Background: an optimization exercise with open tools, aiming at small area, a short achievable clock period and few clock cycles per item. Do not read the settings as production practice. In this exercise RTL edits were held to simulation tests only and were not proved equivalent to the original.

==> branch garnet: inputs <==
// qvk_xts_enc
module qvk_xts_enc (
    input  wire         clk,
    input  wire         rst,
    input  wire [255:0] key1,
    input  wire [255:0] key2,
    input  wire         in_valid,
    output wire         in_ready,
    input  wire         in_first,
    input  wire [127:0] in_tweak,
    input  wire [127:0] in_data,
    output wire         out_valid,
    input  wire         out_ready,
    output wire [127:0] out_data
);
  function [127:0] byte_rev(input [127:0] v);
    integer i;
    for (i = 0; i < 16; i = i + 1)
      byte_rev[127-8*i -: 8] = v[8*i +: 8];
  endfunction
  function [127:0] mul_alpha(input [127:0] t);
    reg [127:0] le;
    begin
      le = byte_rev(t);
      le = {le[126:0], 1'b0} ^ (le[127] ? 128'h87 : 128'h0);
      mul_alpha = byte_rev(le);
    end
  endfunction
  function [127:0] div_alpha(input [127:0] t);
    reg [127:0] le;
    begin
      le = byte_rev(t);
      le = {1'b0, le[127:1]} ^ (le[0] ? {1'b1, 119'h0, 8'h43} : 128'h0);
      div_alpha = byte_rev(le);
    end
  endfunction
  reg         busy;        
  reg [4:0]   pc;          
  reg         xf;          
  reg         p0;          
  reg         ks;          
  reg         twk;         
  reg         has_y;       
  reg         yfin;        
  reg         tsh;         
  reg         tw_fresh;    
  reg [127:0] state;       
  reg [127:0] mu;          
  reg [143:0] mq;          
  reg [255:0] kreg;        
  reg [31:0]  ku;          
  reg [35:0]  kq;          
  reg [127:0] tval;        
  reg         out_valid_r;
  reg [127:0] out_data_r;
  wire xfin    = xf;
  wire stall_x = xfin && !twk && out_valid_r && !out_ready;
  wire stall_y = yfin && out_valid_r && !out_ready;
  wire stall   = stall_x || stall_y;
  wire x_open = (!busy || (xfin && !twk)) && !out_valid_r;
  wire y_open = p0 && !twk && !stall_y;
  assign in_ready = x_open ? (!in_first || tw_fresh) : (y_open && !in_first);
  wire x_acc   = in_valid && x_open && (!in_first || tw_fresh);
  wire y_acc   = in_valid && y_open && !in_first;
  wire t_start = in_valid && x_open && in_first && !tw_fresh;
  wire p_start = x_acc || t_start;
  wire [127:0] load = t_start ? byte_rev(in_tweak) ^ key2[255:128]
                              : in_data ^ tval ^ key1[255:128];
  ...
==> module sb_nand3, before the edit <==
module sb_nand3 (input wire a, input wire b, input wire c, output wire y);
  assign y = ~(a & b & c);
endmodule
==> module qvk_xts_enc, before the edit <==
module qvk_xts_enc (
    input  wire         clk,
    input  wire         rst,
    input  wire [255:0] key1,
    input  wire [255:0] key2,
    input  wire         in_valid,
    output wire         in_ready,
    input  wire         in_first,
    input  wire [127:0] in_tweak,
    input  wire [127:0] in_data,
    output wire         out_valid,
    input  wire         out_ready,
    output wire [127:0] out_data
);
  function [127:0] byte_rev(input [127:0] v);
    integer i;
    for (i = 0; i < 16; i = i + 1)
      byte_rev[127-8*i -: 8] = v[8*i +: 8];
  endfunction
  function [127:0] mul_alpha(input [127:0] t);
    reg [127:0] le;
    begin
      le = byte_rev(t);
      le = {le[126:0], 1'b0} ^ (le[127] ? 128'h87 : 128'h0);
      mul_alpha = byte_rev(le);
    end
  endfunction
  function [127:0] div_alpha(input [127:0] t);
    reg [127:0] le;
    begin
      le = byte_rev(t);
      le = {1'b0, le[127:1]} ^ (le[0] ? {1'b1, 119'h0, 8'h43} : 128'h0);
      div_alpha = byte_rev(le);
    end
  endfunction
  reg         busy;        
  reg [4:0]   pc;          
  reg         xf;          
  reg         p0;          
  reg         ks;          
  reg         twk;         
  reg         has_y;       
  reg         yfin;        
  reg         tsh;         
  reg         tw_fresh;    
  reg [127:0] state;       
  reg [127:0] mu;          
  reg [143:0] mq;          
  reg [255:0] kreg;        
  reg [31:0]  ku;          
  reg [35:0]  kq;          
  reg [127:0] tval;        
  reg         out_valid_r;
  reg [127:0] out_data_r;
  wire xfin    = xf;
  wire stall_x = xfin && !twk && out_valid_r && !out_ready;
  wire stall_y = yfin && out_valid_r && !out_ready;
  wire stall   = stall_x || stall_y;
  wire x_open = (!busy || (xfin && !twk)) && !out_valid_r;
  wire y_open = p0 && !twk && !stall_y;
  assign in_ready = x_open ? (!in_first || tw_fresh) : (y_open && !in_first);
  wire x_acc   = in_valid && x_open && (!in_first || tw_fresh);
  wire y_acc   = in_valid && y_open && !in_first;
  wire t_start = in_valid && x_open && in_first && !tw_fresh;
  wire p_start = x_acc || t_start;
  wire [127:0] load = t_start ? byte_rev(in_tweak) ^ key2[255:128]
                              : in_data ^ tval ^ key1[255:128];
  wire [143:0] qa;
  aes_stage_a u_a (.state_in(state), .q(qa));
  wire [127:0] shifted, mixed;
  aes_stage_b u_b (
      .u        (mu),
      .q        (mq),
      .round_key(kreg[127:0]),
      .shifted  (shifted),
      .mixed    (mixed)
  );
  wire [127:0] fin  = shifted ^ kreg[127:0];         
  wire         d2   = xfin ? has_y : tsh;
  wire [127:0] tfin = div_alpha(d2 ? div_alpha(tval) : tval);
  wire [31:0]  kw   = pc[1] ? kreg[31:0] : {kreg[23:0], kreg[31:24]};
  wire [35:0]  kqa;
  aes256_key_stage_a u_ka (.w(kw), .q(kqa));
  wire [4:0]   nxt  = {1'b0, pc[4:1]} + 5'd1;
  wire [7:0]   rc   = nxt[0] ? 8'h00 : (8'h01 << (nxt[4:1] - 4'd1));
  wire [127:0] key_next;
  wire [255:0] kstep = {kreg[127:0], key_next};
  aes256_key_step u_key (
      .prev(kreg[255:128]),
      .u   (ku),
      .q   (kq),
      .rc  (rc),
      .next(key_next)
  );
  wire [255:0] kreg_d;
  wire         sel_k1 = p0 && !twk;
  wire         sel_k2 = p0 && twk;
  genvar gk;
  generate
    for (gk = 0; gk < 256; gk = gk + 1) begin : g_kd
      wire n1, n2, n3;
      sb_nand2 g_1 (.a(key1[gk]), .b(sel_k1), .y(n1));
      sb_nand2 g_2 (.a(key2[gk]), .b(sel_k2), .y(n2));
      sb_nand2 g_3 (.a(kstep[gk]), .b(!p0), .y(n3));
      sb_nand3 g_m (.a(n1), .b(n2), .c(n3), .y(kreg_d[gk]));
    end
  endgenerate
  wire       busy_n = stall ? busy : (p_start || (busy && !xf));
  wire [4:0] pc_n   = stall ? pc : p_start ? 5'd0 : busy ? pc + 5'd1 : pc;
  always @(posedge clk) begin
    if (rst) begin
      busy        <= 1'b0;
      xf          <= 1'b0;
      p0          <= 1'b0;
      ks          <= 1'b0;
      twk         <= 1'b0;
      yfin        <= 1'b0;
      tw_fresh    <= 1'b0;
      out_valid_r <= 1'b0;
    end else begin
      if (out_valid_r && out_ready)
        out_valid_r <= 1'b0;
      busy <= busy_n;
      pc   <= pc_n;
      xf   <= busy_n && (pc_n == 5'd27);
      p0   <= busy_n && (pc_n == 5'd0);
      ks   <= busy_n && !pc_n[0] && (pc_n >= 5'd2) && (pc_n <= 5'd26);
      if (!stall) begin
        mu <= state;
        mq <= qa;
        if ((xfin && !twk) || yfin) begin
          out_valid_r <= 1'b1;
          out_data_r  <= fin ^ tfin;
        end
        if (xfin && twk) begin
          tval     <= fin;
          tw_fresh <= 1'b1;
        end
        yfin <= xfin && has_y;
        if (xfin)
          tsh <= x_acc;
        state <= (p_start || y_acc) ? load : mixed;
        if (x_acc || y_acc)
          tval <= mul_alpha(tval);
        if (x_acc && in_first)
          tw_fresh <= 1'b0;
        if (p_start) begin
          twk   <= t_start;
          has_y <= 1'b0;
        end
        if (y_acc)
          has_y <= 1'b1;
        if (p0 || ks)
          kreg <= kreg_d;
      end
    end
    ku <= kw;
    kq <= kqa;
  end
  assign out_valid = out_valid_r;
  assign out_data  = out_data_r;
endmodule
Settings: LEC_CHECK=0, CAP_MARGIN=20, CORE_MARGIN=2, CORE_UTILIZATION=55, CTS_BUF_LIST=sky130_fd_sc_hd__clkbuf_4 sky130_fd_sc_hd__clkbuf_8, SETUP_SLACK_MARGIN=3.3, SLEW_MARGIN=20, SYNTH_HIERARCHICAL=1, SYNTH_MINIMUM_KEEP_SIZE=0; clock period 7.0 ns.
standard.sh (not shown) runs the stock make flow with config.mk's settings and CLKGATE_MAP_FILE= SYNTH_SCRIPT=/design/flow/synth_recipe.tcl, a recipe that flattens the netlist after the stock synthesis.
==> flow/flow/run.sh <==
#!/bin/bash
# Layout with the standard flow (standard.sh), changed in one way only:
# the input and output ports are buffered with sky130_fd_sc_hd__buf_1
# instead of the clkdlybuf4s50_1 delay cell the resizer picks by default.
# Every port still gets its own buffer. ORFS writes each step's log under
# orfs/logs; the make output as a whole goes to standard.log here.
set -euo pipefail
export BUFFER_PORTS_ARGS="-buffer_cell sky130_fd_sc_hd__buf_1"
bash standard.sh > standard.log 2>&1
==> branch xenon (differences from branch garnet) <==
--- a/flow/design.v
+++ b/flow/design.v
@@ -305,7 +305,4 @@
   endgenerate
 endmodule
-module sb_nand3 (input wire a, input wire b, input wire c, output wire y);
-  assign y = ~(a & b & c);
-endmodule
 module qvk_xts_enc (
     input  wire         clk,
@@ -394,5 +391,4 @@
   wire [7:0]   rc   = nxt[0] ? 8'h00 : (8'h01 << (nxt[4:1] - 4'd1));
   wire [127:0] key_next;
-  wire [255:0] kstep = {kreg[127:0], key_next};
   aes256_key_step u_key (
       .prev(kreg[255:128]),
@@ -402,17 +398,4 @@
       .next(key_next)
   );
-  wire [255:0] kreg_d;
-  wire         sel_k1 = p0 && !twk;
-  wire         sel_k2 = p0 && twk;
-  genvar gk;
-  generate
-    for (gk = 0; gk < 256; gk = gk + 1) begin : g_kd
-      wire n1, n2, n3;
-      sb_nand2 g_1 (.a(key1[gk]), .b(sel_k1), .y(n1));
-      sb_nand2 g_2 (.a(key2[gk]), .b(sel_k2), .y(n2));
-      sb_nand2 g_3 (.a(kstep[gk]), .b(!p0), .y(n3));
-      sb_nand3 g_m (.a(n1), .b(n2), .c(n3), .y(kreg_d[gk]));
-    end
-  endgenerate
   wire       busy_n = stall ? busy : (p_start || (busy && !xf));
   wire [4:0] pc_n   = stall ? pc : p_start ? 5'd0 : busy ? pc + 5'd1 : pc;
@@ -460,6 +443,8 @@
         if (y_acc)
           has_y <= 1'b1;
-        if (p0 || ks)
-          kreg <= kreg_d;
+        if (p0)
+          kreg <= twk ? key2 : key1;
+        else if (ks)
+          kreg <= {kreg[127:0], key_next};
       end
     end
--- a/flow/config.mk
+++ b/flow/config.mk
@@ -9,6 +9,5 @@
 export CORE_MARGIN = 2
 export CORE_UTILIZATION = 55
-export CTS_BUF_LIST = sky130_fd_sc_hd__clkbuf_4 sky130_fd_sc_hd__clkbuf_8
-export SETUP_SLACK_MARGIN = 3.3
+export SETUP_SLACK_MARGIN = 3.4
 export SLEW_MARGIN = 20
 export SYNTH_HIERARCHICAL = 1
==> branch umber (differences from branch garnet) <==
--- a/flow/design.v
+++ b/flow/design.v
@@ -305,7 +305,4 @@
   endgenerate
 endmodule
-module sb_nand3 (input wire a, input wire b, input wire c, output wire y);
-  assign y = ~(a & b & c);
-endmodule
 module qvk_xts_enc (
     input  wire         clk,
@@ -394,5 +391,4 @@
   wire [7:0]   rc   = nxt[0] ? 8'h00 : (8'h01 << (nxt[4:1] - 4'd1));
   wire [127:0] key_next;
-  wire [255:0] kstep = {kreg[127:0], key_next};
   aes256_key_step u_key (
       .prev(kreg[255:128]),
@@ -402,17 +398,4 @@
       .next(key_next)
   );
-  wire [255:0] kreg_d;
-  wire         sel_k1 = p0 && !twk;
-  wire         sel_k2 = p0 && twk;
-  genvar gk;
-  generate
-    for (gk = 0; gk < 256; gk = gk + 1) begin : g_kd
-      wire n1, n2, n3;
-      sb_nand2 g_1 (.a(key1[gk]), .b(sel_k1), .y(n1));
-      sb_nand2 g_2 (.a(key2[gk]), .b(sel_k2), .y(n2));
-      sb_nand2 g_3 (.a(kstep[gk]), .b(!p0), .y(n3));
-      sb_nand3 g_m (.a(n1), .b(n2), .c(n3), .y(kreg_d[gk]));
-    end
-  endgenerate
   wire       busy_n = stall ? busy : (p_start || (busy && !xf));
   wire [4:0] pc_n   = stall ? pc : p_start ? 5'd0 : busy ? pc + 5'd1 : pc;
@@ -460,6 +443,8 @@
         if (y_acc)
           has_y <= 1'b1;
-        if (p0 || ks)
-          kreg <= kreg_d;
+        if (p0)
+          kreg <= twk ? key2 : key1;
+        else if (ks)
+          kreg <= {kreg[127:0], key_next};
       end
     end
==> flow/run.sh (new file) <==
#!/bin/bash
# synth_recipe.tcl (not shown) runs the flow's synth.tcl, then flattens the netlist and writes it again
# the make line also repeats each setting of config.mk as NAME=value (left out here)
make -C /OpenROAD-flow-scripts/flow DESIGN_CONFIG=/design/flow/config.mk WORK_HOME=/design/flow/orfs CLKGATE_MAP_FILE= SYNTH_SCRIPT=/design/flow/synth_recipe.tcl finish
--- a/flow/config.mk
+++ b/flow/config.mk
@@ -8,7 +8,6 @@
 export CAP_MARGIN = 20
 export CORE_MARGIN = 2
-export CORE_UTILIZATION = 55
-export CTS_BUF_LIST = sky130_fd_sc_hd__clkbuf_4 sky130_fd_sc_hd__clkbuf_8
-export SETUP_SLACK_MARGIN = 3.3
+export CORE_UTILIZATION = 40
+export SETUP_SLACK_MARGIN = 3.2
 export SLEW_MARGIN = 20
 export SYNTH_HIERARCHICAL = 1
removed: flow/flow/run.sh
removed: flow/standard.sh
==> impl_metrics.py <==
metrics = {
    "run_status": {
        "status": "complete, no violations",
    },
    "clock_tree": {
        "numCtsBuffers": 114,
    },
    "global_route": {
        "grt_max_degree": 198,
    },
    "finish": {
        "nNonClkInverters": 30,
    },
    "critical_path": {
        "cp.required_ps": 7580,
    },
    "placement": {
        "placed_cells": 9898,
    },
}
The numbers above come from branch xenon.

==> impl_metrics.py <==
metrics = {
    "synth": {
        "yosysWarnings": 8,
    },
    "clock_tree": {
        "post_cts_buffers": 7,
        "numCtsBuffers": 181,
    },
    "finish": {
        "fillers": 11806,
        "nNonClkInverters": 31,
    },
    "global_route": {
        "grt_max_degree": 134,
    },
    "run_status": {
        "status": "complete, no violations",
    },
    "placement": {
        "placed_cells": 10225,
    },
    "critical_path": {
        "cp.required_ps": 7770,
    },
}
The numbers above come from branch garnet.

==> impl_metrics.py <==
metrics = {
    "run_status": {
        "status": "complete, no violations",
    },
    "clock_tree": {
        "numCtsBuffers": 118,
    },
    "floorplan": {
        "io_pins": 903,
    },
    "placement": {
        "placed_cells": 10550,
    },
    "critical_path": {
        "cp.required_ps": 7590,
    },
    "global_route": {
        "grt_max_degree": 200,
    },
}
The numbers above come from branch umber.

Testbench counts of branch garnet, summed over its fixed seeds: cycles 65,052, blocks 4,608.
Testbench counts of branch xenon, summed over its fixed seeds: cycles 65,052, blocks 4,608.
Testbench counts of branch umber, summed over its fixed seeds: cycles 65,052, blocks 4,608.


==> tundra: inputs <==
qvk_xts_enc, a different RTL version from the one above (not shown whole).
Settings: LEC_CHECK=0, CAP_MARGIN=20, CORE_MARGIN=2, CORE_UTILIZATION=40, SETUP_SLACK_MARGIN=3.2, SLEW_MARGIN=20, SYNTH_HIERARCHICAL=1, SYNTH_MINIMUM_KEEP_SIZE=0; clock period 7.0 ns.
run.sh (not shown) runs the stock make flow with config.mk's settings and CLKGATE_MAP_FILE= SYNTH_SCRIPT=/design/flow/synth_recipe.tcl, a recipe that flattens the netlist after the stock synthesis.
Stock flow here: none of the scripts above is used.
==> quartz (differences from tundra) <==
SETUP_SLACK_MARGIN = not set   (was 3.2)
==> maple (differences from tundra) <==
--- a/flow/design.v
+++ b/flow/design.v
@@ -215,53 +215,85 @@
     for (gi = 0; gi < 16; gi = gi + 1) begin : g_shift
       localparam integer ROW = gi % 4;
       localparam integer COL = gi / 4;
       localparam integer SRC = 4 * ((COL + ROW) % 4) + ROW;
       assign shifted[127-8*gi -: 8] = sub[127-8*SRC -: 8];
     end
   endgenerate
-  function [7:0] xtime(input [7:0] b);
-    xtime = {b[6:0], 1'b0} ^ (b[7] ? 8'h1b : 8'h00);
-  endfunction
   generate
     for (gi = 0; gi < 4; gi = gi + 1) begin : g_mix
-      wire [7:0] s0 = shifted[127-32*gi -: 8];
-      wire [7:0] s1 = shifted[119-32*gi -: 8];
-      wire [7:0] s2 = shifted[111-32*gi -: 8];
-      wire [7:0] s3 = shifted[103-32*gi -: 8];
-      assign mixed[127-32*gi -: 8] = xtime(s0 ^ s1) ^ s1 ^ s2 ^ s3 ^ round_key[127-32*gi -: 8];
-      assign mixed[119-32*gi -: 8] = xtime(s1 ^ s2) ^ s2 ^ s3 ^ s0 ^ round_key[119-32*gi -: 8];
-      assign mixed[111-32*gi -: 8] = xtime(s2 ^ s3) ^ s3 ^ s0 ^ s1 ^ round_key[111-32*gi -: 8];
-      assign mixed[103-32*gi -: 8] = xtime(s3 ^ s0) ^ s0 ^ s1 ^ s2 ^ round_key[103-32*gi -: 8];
+      aes_mixadd u_mix (
+          .a(shifted[127-32*gi -: 32]),
+          .k(round_key[127-32*gi -: 32]),
+          .b(mixed[127-32*gi -: 32])
+      );
+    end
+  endgenerate
+endmodule
+module aes_mixadd (
+    input  wire [31:0] a,
+    input  wire [31:0] k,
+    output wire [31:0] b
+);
+  wire [7:0] ab [0:3];     
+  wire [7:0] kb [0:3];     
+  wire [7:0] t  [0:3];     
+  wire [7:0] xt [0:3];     
+  wire [7:0] u  [0:3];     
+  wire [7:0] w  [0:3];     
+  genvar i, j;
+  generate
+    for (i = 0; i < 4; i = i + 1) begin : g_byte
+      assign ab[i] = a[31-8*i -: 8];
+      assign kb[i] = k[31-8*i -: 8];
+    end
+    for (i = 0; i < 4; i = i + 1) begin : g_col
+      for (j = 0; j < 8; j = j + 1) begin : g_bit
+        sb_xor2 g_t (.a(ab[i][j]), .b(ab[(i+1)%4][j]), .y(t[i][j]));
+        sb_xor2 g_u (.a(ab[(i+1)%4][j]), .b(kb[i][j]), .y(u[i][j]));
+        sb_xor2 g_w (.a(u[i][j]), .b(t[(i+2)%4][j]), .y(w[i][j]));
+        sb_xor2 g_b (.a(xt[i][j]), .b(w[i][j]), .y(b[31-8*i-7+j]));
+        if (j == 0) begin : g_x0
+          assign xt[i][0] = t[i][7];
+        end else if (j == 1 || j == 3 || j == 4) begin : g_xr
+          sb_xor2 g_x (.a(t[i][j-1]), .b(t[i][7]), .y(xt[i][j]));
+        end else begin : g_xs
+          assign xt[i][j] = t[i][j-1];
+        end
+      end
     end
   endgenerate
 endmodule
 module aes256_key_step (
     input  wire [127:0] prev,
-    input  wire [127:0] cur,
+    input  wire [31:0]  u,       
     input  wire [15:0]  q,       
-    input  wire         even,    
-    input  wire [7:0]   rcon,
+    input  wire [7:0]   rc,      
     output wire [127:0] next
 );
-  wire [31:0] last_w = cur[31:0];
-  wire [31:0] sub_w;
+  wire [31:0] t;
   genvar gi;
   generate
     for (gi = 0; gi < 4; gi = gi + 1) begin : g_sbox
-      aes_sbox_b u_sbox (.a(last_w[31-8*gi -: 8]), .q(q[15-4*gi -: 4]),
-                         .y(sub_w[31-8*gi -: 8]));
+      aes_sbox_b u_sbox (.a(u[31-8*gi -: 8]), .q(q[15-4*gi -: 4]),
+                         .y(t[31-8*gi -: 8]));
     end
   endgenerate
-  wire [31:0] t = even ? ({sub_w[23:0], sub_w[31:24]} ^ {rcon, 24'h0}) : sub_w;
-  wire [31:0] p0 = prev[127:96];
+  wire [31:0] p0 = prev[127:96] ^ {rc, 24'h0};
   wire [31:0] p1 = p0 ^ prev[95:64];
   wire [31:0] p2 = p1 ^ prev[63:32];
   wire [31:0] p3 = p2 ^ prev[31:0];
-  assign next = {p0 ^ t, p1 ^ t, p2 ^ t, p3 ^ t};
+  generate
+    for (gi = 0; gi < 32; gi = gi + 1) begin : g_add
+      sb_xor2 g_0 (.a(t[gi]), .b(p0[gi]), .y(next[96+gi]));
+      sb_xor2 g_1 (.a(t[gi]), .b(p1[gi]), .y(next[64+gi]));
+      sb_xor2 g_2 (.a(t[gi]), .b(p2[gi]), .y(next[32+gi]));
+      sb_xor2 g_3 (.a(t[gi]), .b(p3[gi]), .y(next[gi]));
+    end
+  endgenerate
 endmodule
 module aes256_key_stage_a (
     input  wire [31:0] w,
     output wire [15:0] q
 );
   genvar gi;
   generate
@@ -303,33 +335,37 @@
       le = byte_rev(t);
       le = {1'b0, le[127:1]} ^ (le[0] ? {1'b1, 119'h0, 8'h43} : 128'h0);
       div_alpha = byte_rev(le);
     end
   endfunction
   reg         busy;        
   reg [4:0]   pc;          
+  reg         xf;          
+  reg         p0;          
+  reg         ks;          
   reg         twk;         
   reg         has_y;       
   reg         yfin;        
   reg         tsh;         
   reg         tw_fresh;    
   reg [127:0] state;       
   reg [127:0] mu;          
   reg [63:0]  mq;          
   reg [255:0] kreg;        
+  reg [31:0]  ku;          
   reg [15:0]  kq;          
   reg [127:0] tval;        
   reg         out_valid_r;
   reg [127:0] out_data_r;
-  wire xfin    = busy && (pc == 5'd27);
+  wire xfin    = xf;
   wire stall_x = xfin && !twk && out_valid_r && !out_ready;
   wire stall_y = yfin && out_valid_r && !out_ready;
   wire stall   = stall_x || stall_y;
   wire x_open = (!busy || (xfin && !twk)) && !out_valid_r;
-  wire y_open = busy && (pc == 5'd0) && !twk && !stall_y;
+  wire y_open = p0 && !twk && !stall_y;
   assign in_ready = x_open ? (!in_first || tw_fresh) : (y_open && !in_first);
   wire x_acc   = in_valid && x_open && (!in_first || tw_fresh);
   wire y_acc   = in_valid && y_open && !in_first;
   wire t_start = in_valid && x_open && in_first && !tw_fresh;
   wire p_start = x_acc || t_start;
   wire [63:0]  qa;
   aes_stage_a u_a (.state_in(state), .q(qa));
@@ -340,82 +376,82 @@
       .round_key(kreg[127:0]),
       .shifted  (shifted),
       .mixed    (mixed)
   );
   wire [127:0] fin  = shifted ^ kreg[127:0];         
   wire         d2   = xfin ? has_y : tsh;
   wire [127:0] tfin = div_alpha(d2 ? div_alpha(tval) : tval);
+  wire [31:0]  kw   = pc[1] ? kreg[31:0] : {kreg[23:0], kreg[31:24]};
   wire [15:0]  kqa;
-  aes256_key_stage_a u_ka (.w(kreg[31:0]), .q(kqa));
+  aes256_key_stage_a u_ka (.w(kw), .q(kqa));
   wire [4:0]   nxt  = {1'b0, pc[4:1]} + 5'd1;
-  wire         even = !nxt[0];
-  wire [7:0]   rcon = 8'h01 << (nxt[4:1] - 4'd1);
+  wire [7:0]   rc   = nxt[0] ? 8'h00 : (8'h01 << (nxt[4:1] - 4'd1));
   wire [127:0] key_next;
   aes256_key_step u_key (
       .prev(kreg[255:128]),
-      .cur (kreg[127:0]),
+      .u   (ku),
       .q   (kq),
-      .even(even),
-      .rcon(rcon),
+      .rc  (rc),
       .next(key_next)
   );
-  wire k_load = busy && (pc == 5'd0);
-  wire k_step = busy && !pc[0] && (pc >= 5'd2) && (pc <= 5'd26);
+  wire       busy_n = stall ? busy : (p_start || (busy && !xf));
+  wire [4:0] pc_n   = stall ? pc : p_start ? 5'd0 : busy ? pc + 5'd1 : pc;
   always @(posedge clk) begin
     if (rst) begin
       busy        <= 1'b0;
+      xf          <= 1'b0;
+      p0          <= 1'b0;
+      ks          <= 1'b0;
       twk         <= 1'b0;
       yfin        <= 1'b0;
       tw_fresh    <= 1'b0;
       out_valid_r <= 1'b0;
     end else begin
       if (out_valid_r && out_ready)
         out_valid_r <= 1'b0;
+      busy <= busy_n;
+      pc   <= pc_n;
+      xf   <= busy_n && (pc_n == 5'd27);
+      p0   <= busy_n && (pc_n == 5'd0);
+      ks   <= busy_n && !pc_n[0] && (pc_n >= 5'd2) && (pc_n <= 5'd26);
       if (!stall) begin
         mu <= state;
         mq <= qa;
-        kq <= kqa;
         if ((xfin && !twk) || yfin) begin
           out_valid_r <= 1'b1;
           out_data_r  <= fin ^ tfin;
         end
         if (xfin && twk) begin
           tval     <= fin;
           tw_fresh <= 1'b1;
         end
         yfin <= xfin && has_y;
         if (xfin)
           tsh <= x_acc;
-        if (x_acc)
+        if (x_acc || y_acc)
           state <= in_data ^ tval ^ key1[255:128];
         else if (t_start)
           state <= byte_rev(in_tweak) ^ key2[255:128];
-        else if (y_acc)
-          state <= in_data ^ tval ^ key1[255:128];
         else
           state <= mixed;
         if (x_acc || y_acc)
           tval <= mul_alpha(tval);
         if (x_acc && in_first)
           tw_fresh <= 1'b0;
         if (p_start) begin
-          busy  <= 1'b1;
-          pc    <= 5'd0;
           twk   <= t_start;
           has_y <= 1'b0;
-        end else if (busy) begin
-          pc <= pc + 5'd1;
-          if (xfin)
-            busy <= 1'b0;
         end
         if (y_acc)
           has_y <= 1'b1;
-        if (k_load)
+        if (p0)
           kreg <= twk ? key2 : key1;
-        else if (k_step)
+        else if (ks)
           kreg <= {kreg[127:0], key_next};
       end
     end
+    ku <= kw;
+    kq <= kqa;
   end
   assign out_valid = out_valid_r;
   assign out_data  = out_data_r;
 endmodule
SETUP_SLACK_MARGIN = 3.3   (was 3.2)
==> run notes <==
metric                                                                         maple                tundra               quartz
Outcome                                                               finished clean        finished clean       finished clean
Height of the die                                                           443.7 um              437.2 um             437.2 um
Fraction of the yosys area taken by sequential cells                          34.04%                34.33%               34.33%
Detailed-route via count                                                      56,294                55,983               53,403
Via count of the first global-routing pass                                    55,799                55,135               53,526
Headroom to the max-slew limit                                                23.59%                27.88%               12.79%
Synthesized flop and latch total                                                 895                   860                  860
Worst hold slack across all endpoints                                      0.4788 ns             0.4888 ns            0.4702 ns
Flip-flop and latch area                                               0.02632 sq mm         0.02578 sq mm        0.02578 sq mm
Launch point of the worst hold path                              state[67]$_DFFE_PP_  state[123]$_DFFE_PP_  state[91]$_DFFE_PP_
Global routing usage on met1                                                  39.47%                37.39%               36.91%
Average wire per cell in the routed design                                  28.39 um              27.77 um             27.91 um
Placement row count                                                              161                   159                  159
Clock distribution area overhead in the final layout                          3.607%                3.445%               3.968%
Share of the synthesized area in compound gates (AO/OA/AOI/OAI)               1.961%                4.552%               4.552%
Transition time at the pin with the least slew margin                       1.114 ns              1.052 ns             1.308 ns
Placed standard-cell area                                              0.08873 sq mm         0.08632 sq mm        0.08630 sq mm
Non-clock inverter total of the final layout                                      32                     6                    6
Count of cells resized by post-cts repair                                        455                   357                    0
Number of cells in the finished layout apart from fillers                     11,152                10,923               10,455
Testbench counts of tundra, summed over its fixed seeds: cycles 65,052, blocks 4,608.
Testbench counts of quartz, summed over its fixed seeds: cycles 65,052, blocks 4,608.
Testbench counts of maple, summed over its fixed seeds: cycles 65,052, blocks 4,608.

static timing again, ports no longer ideal:
Ports are ideal in the flow. The routed layouts listed here were re-timed in OpenROAD.
Step 1 sets driving cells, clkbuf_16 on the clock port and buf_2 on the other inputs (assumed; they add their load-dependent delay and slew).
Step 2 also shifts input and output timing later by t, the mid clock arrival at the registers, as if the neighbouring blocks saw the same clock.
Slacks: no drivers / after step 1 / after step 2; pairs: no drivers / after step 1.
| run | t, ns | setup WS [ns] | hold WS [ns] | clock arrival spread, ns | slew at the worst register clock pin (ns) |
|---|---|---|---|---|---|
| branch garnet | 1.016 | 3.303 / 3.303 / 2.401 | 0.491 / 0.491 / 0.491 | 0.045 / 0.045 | 0.07 / 0.07 |
| branch xenon | 0.806 | 3.364 / 3.364 / 2.910 | 0.522 / 0.522 / 0.522 | 0.045 / 0.045 | 0.07 / 0.07 |
| branch umber | 0.841 | 3.186 / 3.186 / 2.477 | 0.492 / 0.492 / 0.492 | 0.038 / 0.038 | 0.07 / 0.07 |
| tundra | 0.841 | 3.146 / 3.121 / 2.377 | 0.489 / 0.489 / 0.489 | 0.042 / 0.042 | 0.07 / 0.07 |
| quartz | 0.851 | 2.253 / 2.206 / 2.076 | 0.470 / 0.470 / 0.470 | 0.032 / 0.031 | 0.07 / 0.07 |
| maple | 0.849 | 3.083 / 3.083 / 2.604 | 0.479 / 0.479 / 0.479 | 0.034 / 0.034 | 0.07 / 0.07 |
After both steps every run listed still meets setup and hold. For branch garnet, which loses most, drivers alone change the setup slack by 0.000 ns; drivers and shift together by -0.902 ns.
